Background: an optimization exercise with open tools, aiming at small area and a short achievable clock period. Do not read the settings as production practice. In this exercise RTL edits were held to simulation tests only and were not proved equivalent to the original. Power figures rest on the tool's default switching activity, not on a simulated workload.

`design/flow/config.mk`:
```
export PLATFORM = sky130hd
export DESIGN_NAME = frer_recov
export DESIGN_NICKNAME = frer_recov
export VERILOG_FILES = /design/flow/design.v
export SDC_FILE = /design/flow/constraint.sdc
export NUM_CORES = 4
export LEC_CHECK = 0
export CAP_MARGIN = 20
export CORE_MARGIN = 2
export CORE_UTILIZATION = 45
export SLEW_MARGIN = 20
```
`design/flow/constraint.sdc`:
```
create_clock -name core_clock -period 60.0 [get_ports {clk}]
set_input_delay 12.0000 -clock core_clock [delete_from_list [all_inputs] [get_ports {clk}]]
set_output_delay 12.0000 -clock core_clock [all_outputs]
set_load 0.01 [all_outputs]
```
`design/flow/design.v`:
```
module frer_recov (
    input  wire        clk,
    input  wire        rst,              
    input  wire        cfg_we,
    input  wire [2:0]  cfg_stream,
    input  wire        cfg_en,           
    input  wire [5:0]  cfg_hist_len_m1,  
    input  wire [10:0] cfg_reset_fr,     
    input  wire        cfg_recov_reset,  
    input  wire        in_valid,
    input  wire [2:0]  in_stream,
    input  wire        in_tagged,
    input  wire [15:0] in_seq,
    input  wire        tick,
    output reg         out_valid,
    output reg         out_pass,
    output reg  [2:0]  out_why,
    input  wire        rd_en,
    input  wire [2:0]  rd_stream,
    input  wire [3:0]  rd_sel,
    output reg         rd_valid,
    output reg  [15:0] rd_data
);
    localparam NS = 8;
    localparam [2:0] WHY_PASS     = 3'd0;
    localparam [2:0] WHY_OOO      = 3'd1;
    localparam [2:0] WHY_DUP      = 3'd2;
    localparam [2:0] WHY_ROGUE    = 3'd3;
    localparam [2:0] WHY_TAGLESS  = 3'd4;
    localparam [2:0] WHY_DISABLED = 3'd5;
    integer s, k, j;
    reg        en    [0:NS-1];
    reg [5:0]  hl_m1 [0:NS-1];
    reg [9:0]  rfr_m1[0:NS-1];
    wire       c_en_old = en[cfg_stream];
    wire [5:0] c_hl_old = hl_m1[cfg_stream];
    wire       c_rst    = cfg_recov_reset || (cfg_en != c_en_old) ||
                          (cfg_hist_len_m1 != c_hl_old);
    wire [10:0] c_rfr_m1 = cfg_reset_fr - 11'd1;
    always @(posedge clk) begin
        for (s = 0; s < NS; s = s + 1) begin
            if (rst)
                en[s] <= 1'b0;
            else if (cfg_we && cfg_stream == s[2:0])
                en[s] <= cfg_en;
            if (cfg_we && cfg_stream == s[2:0]) begin
                hl_m1[s]  <= cfg_hist_len_m1;
                rfr_m1[s] <= c_rfr_m1[9:0];
            end
        end
    end
    reg        p_rst;
    reg        p_cfg_rst;        
    reg [2:0]  p_cfg_stream;
    reg        p_tick;
    reg        p_rd_clr;         
    reg [2:0]  p_rd_stream;
    reg [2:0]  p_rd_cnt;
    reg [2:0]  p_stream;         
    reg [15:0] p_seq;
    reg [5:0]  p_hl_m1;          
    reg [5:0]  p_diff;           
    reg        p_ta;             
    reg [63:0] p_hist;           
    reg        take_any [0:NS-1];
    reg [15:0] recov_seq[0:NS-1];
    reg        recov_z  [0:NS-1];    
    reg [63:0] hist     [0:NS-1];
    reg        hist_z   [0:NS-1];    
    reg [9:0]  since    [0:NS-1];
    reg [15:0] cnt      [0:NS-1][0:7];
    reg        st_take_any [0:NS-1];
    reg [15:0] st_recov    [0:NS-1];
    reg        st_recov_z  [0:NS-1];
    reg [63:0] st_hist     [0:NS-1];
    reg        st_hist_z   [0:NS-1];
    reg [9:0]  st_since    [0:NS-1];
    reg [15:0] st_cnt      [0:NS-1][0:7];
    wire        f_ta   = p_ta;
    wire [63:0] f_old  = p_hist;
    wire        f_pass = out_valid && out_pass;
    wire        f_fwd  = f_pass && out_why == WHY_PASS && !f_ta;
    wire [6:0]  f_hl   = {1'b0, p_hl_m1} + 7'd1;
    wire [5:0]  f_back = 6'd0 - p_diff;
    reg [63:0] f_hist;
    always @(*) begin
        if (f_ta)
            f_hist = 64'd1;
        else if (out_why == WHY_OOO)
            f_hist = f_old | (64'd1 << f_back);
        else
            f_hist = ((f_old << p_diff) | 64'd1) & ~({64{1'b1}} << f_hl);
    end
    wire [6:0]  f_lo = f_hl - {1'b0, p_diff};
    reg  [63:0] f_seen;
    always @(*)
        for (j = 0; j < 64; j = j + 1)
            f_seen[j] = f_old[j] && (j >= f_lo);
    function [6:0] ones64;
        input [63:0] v;
        reg [1:0] a [0:31];
        reg [2:0] b [0:15];
        reg [3:0] c [0:7];
        reg [4:0] d [0:3];
        reg [5:0] e [0:1];
        integer i;
        begin
            for (i = 0; i < 32; i = i + 1) a[i] = {1'b0, v[2*i]} + {1'b0, v[2*i+1]};
            for (i = 0; i < 16; i = i + 1) b[i] = {1'b0, a[2*i]} + {1'b0, a[2*i+1]};
            for (i = 0; i < 8; i = i + 1)  c[i] = {1'b0, b[2*i]} + {1'b0, b[2*i+1]};
            for (i = 0; i < 4; i = i + 1)  d[i] = {1'b0, c[2*i]} + {1'b0, c[2*i+1]};
            for (i = 0; i < 2; i = i + 1)  e[i] = {1'b0, d[2*i]} + {1'b0, d[2*i+1]};
            ones64 = {1'b0, e[0]} + {1'b0, e[1]};
        end
    endfunction
    wire [6:0] f_lost = {1'b0, p_diff} - ones64(f_seen);
    function [15:0] sat_inc;
        input [15:0] a;
        input [6:0]  b;
        reg   [16:0] t;
        begin
            t = {1'b0, a} + {10'd0, b};
            sat_inc = t[16] ? 16'hFFFF : t[15:0];
        end
    endfunction
    reg        hit, upd, cr, ta1, fire, clr, kill;
    reg [16:0] cy;
    reg [9:0]  base;
    reg [6:0]  inc [0:7];
    always @(*) begin
        for (s = 0; s < NS; s = s + 1) begin
            hit = out_valid && p_stream == s[2:0];
            upd = hit && out_pass;
            cr  = p_cfg_rst && p_cfg_stream == s[2:0];
            ta1  = upd ? 1'b0 : take_any[s];
            base = upd ? 10'd0 : since[s];
            st_recov[s]   = (upd && out_why == WHY_PASS) ? p_seq : recov_seq[s];
            st_recov_z[s] = (upd && out_why == WHY_PASS) ? 1'b0 : recov_z[s];
            st_hist[s]    = upd ? f_hist : hist[s];
            st_hist_z[s]  = upd ? 1'b0 : hist_z[s];
            if (cr) begin
                ta1 = 1'b1;
                st_hist_z[s] = 1'b1;
            end
            fire = 1'b0;
            st_since[s] = base;
            if (p_tick && en[s] && !ta1) begin
                st_since[s] = base + 10'd1;
                if (base >= rfr_m1[s]) begin
                    fire = 1'b1;
                    ta1  = 1'b1;
                end
            end
            st_take_any[s] = ta1;
            for (k = 0; k < 8; k = k + 1)
                inc[k] = 7'd0;
            if (hit) begin
                inc[0] = {6'd0, out_pass};
                inc[1] = {6'd0, out_why == WHY_DUP};
                inc[2] = {6'd0, out_why == WHY_OOO};
                inc[3] = {6'd0, out_why == WHY_ROGUE};
                inc[6] = {6'd0, out_why == WHY_TAGLESS};
                inc[7] = {6'd0, out_why == WHY_DISABLED};
                if (f_fwd)
                    inc[4] = f_lost;
            end
            inc[5] = {6'd0, fire};
            for (k = 0; k < 8; k = k + 1) begin
                clr  = p_rd_clr && p_rd_stream == s[2:0] && p_rd_cnt == k[2:0];
                kill = p_rst || clr;
                if (k == 4) begin
                    st_cnt[s][k] = sat_inc(kill ? 16'd0 : cnt[s][k], inc[k]);
                end else begin
                    cy[0] = inc[k][0] && !(&cnt[s][k]);
                    for (j = 0; j < 16; j = j + 1)
                        cy[j+1] = cy[j] && cnt[s][k][j];
                    for (j = 0; j < 16; j = j + 1)
                        st_cnt[s][k][j] = kill ? (j == 0 && inc[k][0]) : (cnt[s][k][j] ^ cy[j]);
                end
            end
            if (p_rst) begin
                st_take_any[s] = 1'b1;
                st_recov_z[s]  = 1'b1;
                st_hist_z[s]   = 1'b1;
            end
        end
    end
    always @(posedge clk) begin
        for (s = 0; s < NS; s = s + 1) begin
            take_any[s]  <= st_take_any[s];
            recov_seq[s] <= st_recov[s];
            recov_z[s]   <= st_recov_z[s];
            hist[s]      <= st_hist[s];
            hist_z[s]    <= st_hist_z[s];
            since[s]     <= st_since[s];
            for (k = 0; k < 8; k = k + 1)
                cnt[s][k] <= st_cnt[s][k];
        end
    end
    wire [9:0]  q_hi    = in_seq[15:6];
    wire [5:0]  q_lo    = in_seq[5:0];
    wire [9:0]  q_hi_m1 = q_hi - 10'd1;
    wire [9:0]  q_hi_p1 = q_hi + 10'd1;
    wire        s_en       = en[in_stream];
    wire [5:0]  s_hl_m1    = hl_m1[in_stream];
    wire        s_take_any = st_take_any[in_stream];
    wire [15:0] s_recov    = st_recov[in_stream];
    wire [9:0]  r_hi       = s_recov[15:6];
    wire [5:0]  r_lo       = s_recov[5:0];
    wire        e0 = (q_hi    == r_hi);      
    wire        e1 = (q_hi_m1 == r_hi);      
    wire        em = (q_hi_p1 == r_hi);      
    wire [6:0]  dl_full = {1'b0, q_lo} - {1'b0, r_lo};
    wire        borrow  = dl_full[6];
    wire [5:0]  dl      = dl_full[5:0];
    wire        hi_zero = borrow ? e1 : e0;
    wire        hi_ones = borrow ? e0 : em;
    wire        dl_zero = (dl == 6'd0);
    wire        ahead   = hi_zero && !dl_zero && (dl <= s_hl_m1);
    wire        behind  = (hi_zero && dl_zero) ||
                          (hi_ones && !dl_zero && (~dl < s_hl_m1));
    wire [63:0] s_hist = st_hist[in_stream];
    wire        dup    = s_hist[6'd0 - dl];
    reg        d_pass;
    reg [2:0]  d_why;
    always @(*) begin
        d_pass = 1'b0;
        if (!s_en)
            d_why = WHY_DISABLED;
        else if (!in_tagged)
            d_why = WHY_TAGLESS;
        else if (s_take_any) begin
            d_pass = 1'b1;
            d_why  = WHY_PASS;
        end else if (ahead) begin
            d_pass = 1'b1;
            d_why  = WHY_PASS;
        end else if (!behind)
            d_why = WHY_ROGUE;
        else if (dup)
            d_why = WHY_DUP;
        else begin
            d_pass = 1'b1;
            d_why  = WHY_OOO;
        end
    end
    reg [15:0] rd_mux;
    always @(*) begin
        case (rd_sel)
            4'd8:    rd_mux = st_recov[rd_stream] & {16{!st_recov_z[rd_stream]}};
            4'd9:    rd_mux = {15'd0, st_take_any[rd_stream]};
            4'd10:   rd_mux = st_hist[rd_stream][15:0]  & {16{!st_hist_z[rd_stream]}};
            4'd11:   rd_mux = st_hist[rd_stream][31:16] & {16{!st_hist_z[rd_stream]}};
            4'd12:   rd_mux = st_hist[rd_stream][47:32] & {16{!st_hist_z[rd_stream]}};
            4'd13:   rd_mux = st_hist[rd_stream][63:48] & {16{!st_hist_z[rd_stream]}};
            4'd14:   rd_mux = 16'd0;
            4'd15:   rd_mux = 16'd0;
            default: rd_mux = st_cnt[rd_stream][rd_sel[2:0]];
        endcase
    end
    always @(posedge clk) begin
        p_rst        <= rst;
        p_cfg_rst    <= cfg_we && c_rst;
        p_cfg_stream <= cfg_stream;
        p_tick       <= tick;
        p_rd_clr     <= rd_en && !rd_sel[3];
        p_rd_stream  <= rd_stream;
        p_rd_cnt     <= rd_sel[2:0];
        p_stream     <= in_stream;
        p_seq        <= in_seq;
        p_hl_m1      <= s_hl_m1;
        p_diff       <= dl;
        p_ta         <= s_take_any;
        p_hist       <= s_hist;
        out_valid <= !rst && in_valid;
        out_pass  <= d_pass;
        out_why   <= d_why;
        rd_valid  <= !rst && rd_en;
        rd_data   <= rd_mux;
    end
endmodule
```
`design/flow/run.sh`:
```
#!/bin/bash
# synth_recipe.tcl (not shown) runs the flow's synth.tcl, then flattens the netlist and writes it again
# the make line also repeats each setting of config.mk as NAME=value (left out here)
make -C /OpenROAD-flow-scripts/flow DESIGN_CONFIG=/design/flow/config.mk WORK_HOME=/design/flow/orfs CLKGATE_MAP_FILE= SYNTH_SCRIPT=/design/flow/synth_recipe.tcl finish
```
==> metrics.md <==
| Metric | Value |
|---|---|
| TritonCTS buffer count | 222 |
| Area share of the leading cell type in the synthesized netlist | 34.1% |
| Cells traversed along the worst timing path | clkdlybuf4s50_1, nand2b_1, buf_4, nor3_4, buf_4, nand2_1, o211ai_1, a2111oi_0, buf_4, nand4_1, nor3_1, nand3_1, a221oi_1, nand4_1, a221o_1 |
| Max stage delay cell, worst path | sky130_fd_sc_hd__clkdlybuf4s50_1 |
| Core area | 246000 µm² |
| DR vias/cell | 6.96 |
| Inst Count DP | 15400 |
| Post-Route WL | 642000 µm |
| CTS Root Cell | sky130_fd_sc_hd__clkbuf_16 |
| Critical path buffers and inverters | 4 |
| Share of the clock period used by the worst path | 31.3% |
| Critical path origin | rd_sel[0] |
| Pre-Repair DR Iteration Count | 10 |
| Ranking of synthesized cells by area | sky130_fd_sc_hd__dfxtp_1 (34%), sky130_fd_sc_hd__ha_1 (12%), sky130_fd_sc_hd__and2_1 (5.8%), sky130_fd_sc_hd__nand2_1 (4.2%), sky130_fd_sc_hd__o21ai_0 (3.5%) |
| Setup repair after global routing missed its margin | false |
| Number of synthesized flops with an enable pin | 128 |
| Outcome | complete, no violations |
| Nets in the synthesized netlist | 13500 |
| Area post-placement | 118000 µm² |
| Most instantiated cells after synthesis | sky130_fd_sc_hd__dfxtp_1 (1907), sky130_fd_sc_hd__nand2_1 (1251), sky130_fd_sc_hd__ha_1 (1077), sky130_fd_sc_hd__and2_1 (1045), sky130_fd_sc_hd__o21ai_0 (778) |
| Setup tns final | 0 ns |
| Via count of the first global-routing pass | 102000 |
| Number of standard cells in the final layout excluding fillers | 15800 |
| Clock transition at the registers of the reported paths | 0.06 ns |
| Antenna viol nets, final | 0 |
| Die width | 502 µm |
| Mapped cell area | 112000 µm² |
| Post-layout net count | 13500 |
| Final Total Pwr | 3.85 mW |
| Critical register-to-register path startpoint | p_hl_m1[1]$_DFF_P_ |
| Relative area change from synthesis to final layout | 12.7% |
| Crit path arrival time | 19.57 ns |
| Kind of cell with the highest combined delay on the critical path | simple AND/OR/NAND/NOR gates |
| Number of DRC markers in iteration 0 | 19800 |
| Global route overflow | 0 |
| Starting density of the core | 45.4% |
| Fmax | 53.2 MHz |
| Share of flip-flops with an asynchronous set or reset after synthesis | 0% |
| Site Rows | 182 |
| Most frequent cell after synthesis | sky130_fd_sc_hd__dfxtp_1 |
| Worst skew pair latency | 0.97 ns |
| Final Hold Viols | 0 |
| Min-Delay Startpoint | hist[6][2]$_DFF_P_ |
| Count of state elements after synthesis | 2035 |
| Post-synth cell types | 134 |
| Wire length of the first global-routing pass | 855000 µm |
| Longest individual stage delay on the worst path | 0.98 ns |
| Area taken by multi-input logic gates | 66100 µm² |
| Cell type with the highest occurrence count on the critical path | sky130_fd_sc_hd__buf_4 |
| Num ports | 77 |
| Maximum number of pins on one net before global-route repair | 110 |
| Class of the most critical hold timing path | reg2reg |
| Worst slew margin | 6.90% |
| Sequential area share after synthesis | 37.6% |
| Most area-hungry cell type in the Yosys netlist | sky130_fd_sc_hd__dfxtp_1 |
| GP Congestion | 1.19 |
| DR WL/cell | 40.5 µm |
| Worst vdd ir | 0.000132 V |
| Mean instance size in the synthesized netlist | 9.12 µm² |
| Post-Route Utilization | 51.1% |
| Critical path class | in2reg |
| Layout cell share with drive strength beyond 1 | 10.6% |
| Category of the worst setup path launch point | input port |
| Synthesized instance count | 12300 |
| Worst Skew | 0.155 ns |
| Standby leakage power | 54.8 nW |
| TritonCTS clock tree | yes |
| Worst Max-Slew Pin Slew | 1.38 ns |
| Period minus WS final | 18.78 ns |
| Number of buffers on the longest clock path | 3 |
| Power per standard cell area | 30.5 nW/µm² |
| Final std cell area, no fill | 126000 µm² |
| Aggregate global-route resource usage | 49.1% |
| Largest fanout on the critical path | 16 |
| FF/Latch Area | 42000 µm² |
| Number of sinks driven by the clock tree | 2035 |
| Die Y-Extent | 502 µm |
| Total number of vias | 110000 |
| Finish-stage setup viols | 0 |
| R2r setup slk | 43.36 ns |
| Post-CTS Hold Buffers | 0 |
| Final-report max-slew violation count | 0 |
| Dominant synthesized flop cell | sky130_fd_sc_hd__dfxtp_1 |
| CTS HTree Levels | 4 |
| Final HPWL from detailed placement | 490000 µm |
| Post-detailed-route DRC marker count | 0 |
| Filler cell count in the final layout | 22700 |
| Port Buffer Count | 75 |
| Setup Buffers After CTS | 0 |
| CP Capture Type | register |
| Number of max-cap violations | 0 |
| Number of antenna violations at the first check in global routing | 103 |
| Die outline area | 252000 µm² |
| Data required time of the critical path | 60.78 ns |
| Resized Gates After CTS | 0 |
| Warnings from Yosys | 24 |
-- final timing paths --
path / end / depth (start not counted)
setup / recovery: rd_data[15]$_DFF_P_ / 15
hold / removal: hist[6][2]$_DFF_P_ / 2
setup reg to reg: rd_data[4]$_DFF_P_ / 46
hold reg to reg: hist[6][2]$_DFF_P_ / 2
-- power breakdown --
group          internal [mW]  total (mW)  leakage, nW  switching (mW)
Combinational          0.343       0.954         34.3           0.612
Sequential              1.38        1.40         16.6          0.0209
Clock                  0.858        1.49         3.88           0.634
-- cells in the final DEF (no fill, tap or decap), types with 69 or more instances in the layout --
cell type / Yosys / layout
sky130_fd_sc_hd__mux4_2: 81 / 81
sky130_fd_sc_hd__ha_1: 1077 / 1077
sky130_fd_sc_hd__buf_4: 3 / 461
sky130_fd_sc_hd__nand4_1: 367 / 367
sky130_fd_sc_hd__a22o_1: 108 / 108
sky130_fd_sc_hd__a221oi_1: 118 / 118
sky130_fd_sc_hd__a211oi_1: 102 / 99
sky130_fd_sc_hd__nand3_1: 212 / 212
sky130_fd_sc_hd__nor2b_1: 90 / 87
sky130_fd_sc_hd__fa_1: 69 / 69
sky130_fd_sc_hd__nor4_1: 108 / 104
sky130_fd_sc_hd__dfxtp_1: 1907 / 1900
sky130_fd_sc_hd__nand2b_1: 79 / 78
sky130_fd_sc_hd__o21ai_0: 778 / 771
sky130_fd_sc_hd__o31ai_1: 76 / 71
sky130_fd_sc_hd__a22oi_1: 467 / 467
sky130_fd_sc_hd__xor2_1: 150 / 150
sky130_fd_sc_hd__and2_1: 1045 / 1045
sky130_fd_sc_hd__mux2_2: 143 / 143
sky130_fd_sc_hd__inv_1: 357 / 355
sky130_fd_sc_hd__o211ai_1: 103 / 103
sky130_fd_sc_hd__a21oi_1: 457 / 443
sky130_fd_sc_hd__clkbuf_16: 0 / 223
sky130_fd_sc_hd__nor3_1: 166 / 151
sky130_fd_sc_hd__clkdlybuf4s50_1: 0 / 69
sky130_fd_sc_hd__nor2_1: 610 / 579
sky130_fd_sc_hd__nand2_1: 1251 / 1240
sky130_fd_sc_hd__and3_1: 75 / 74
sky130_fd_sc_hd__a31oi_1: 97 / 95
sky130_fd_sc_hd__edfxtp_1: 128 / 128
sky130_fd_sc_hd__mux2i_1: 201 / 201
sky130_fd_sc_hd__xnor2_1: 107 / 103
-- per-stage QoR --
stage,worst slack (ns),hold slack (ns)
finish,41.22,0.449
global route,41.65,0.474
global placement,40.77,0.424
CTS,41.88,0.450
detailed placement,40.89,0.436
floorplan,41.98,0.414
-- flip-flops by register name, indices dropped and copies added, names as in the netlist, 8 cells and up --
signal / count
recov_z: 8
take_any: 8
rd_data: 16
recov_seq: 128
cnt: 1024
p_hist: 64
since: 80
en: 8
hl_m1: 48
hist: 512
hist_z: 8
rfr_m1: 80
p_seq: 16
-- kinds of logic (layout without fill, tap and decap cells) --
kind of cell | Yosys count | after routing | synth area share (%)
mux | 439 | 439 | 5.04
flops | 2035 | 2035 | 37.6
buf+inv | 1105 | 1316 | 3.90
compound gates | 3043 | 3043 | 18.6
other cells | 0 | 56 | 0
fa+ha+maj | 1146 | 1146 | 13.3
simple gates | 4234 | 4234 | 19.5
xor+xnor | 261 | 261 | 2.10
-- layout make-up --
type,count,share of cell area [%]
diodes,56,0.111
clock buffers,306,5.05
clock inverters,107,1.25
inverters,366,1.09
multi-input cells,9123,52.5
flip-flops and latches,2035,33.4
well taps,3312,3.29
repair buffers,537,3.38
-- routing by layer --
| layer | vias up | share of wire, % | track usage, % |
|---|---|---|---|
| met2 | 9232 | 38 | 66.8 |
| li1 | 45100 | - | - |
| met3 | 2315 | 15 | 21.7 |
| met4 | 44 | 8.5 | 33.0 |
| met1 | 53500 | 38 | 62.0 |
| met5 | - | 0.058 | 0 |
-- worst reg2reg max path, delay by kind of cell, from the launching register on --
family                     cells  cell delay (ns)
AOI/OAI and AO/OA             11             3.74
xor gates and xnor gates       2             0.76
adders and majority gates     16             7.08
buffers and inverters          6             0.67
DFF                            1             0.63
and+or+nand+nor               11             3.58

## afterwards: timing with drivers on the ports
The flow's constraints put no driver on any port. The routed layout listed below was extracted and timed again, unchanged, in two steps.
Step 1 sets driving cells, clkbuf_16 on the clock port and buf_2 on the other inputs (assumed; they add their load-dependent delay and slew).
Step 2 also shifts input and output timing later by t, the mid clock arrival at the registers, as if the neighbouring blocks saw the same clock.
a / b / c = no drivers / after step 1 / after step 2; a / b = the first two.
t, ns: 1.006
setup WS [ns]: 41.216 / 41.296 / 40.289
worst hold slack (ns): 0.449 / 0.449 / 0.449
slew at the worst register clock pin (ns): 0.07 / 0.07
worst data-port slew with drivers (ns): 0.09
After both steps this run still meets setup and hold. For this run, drivers alone change the setup slack by +0.080 ns; drivers and shift together by -0.927 ns.
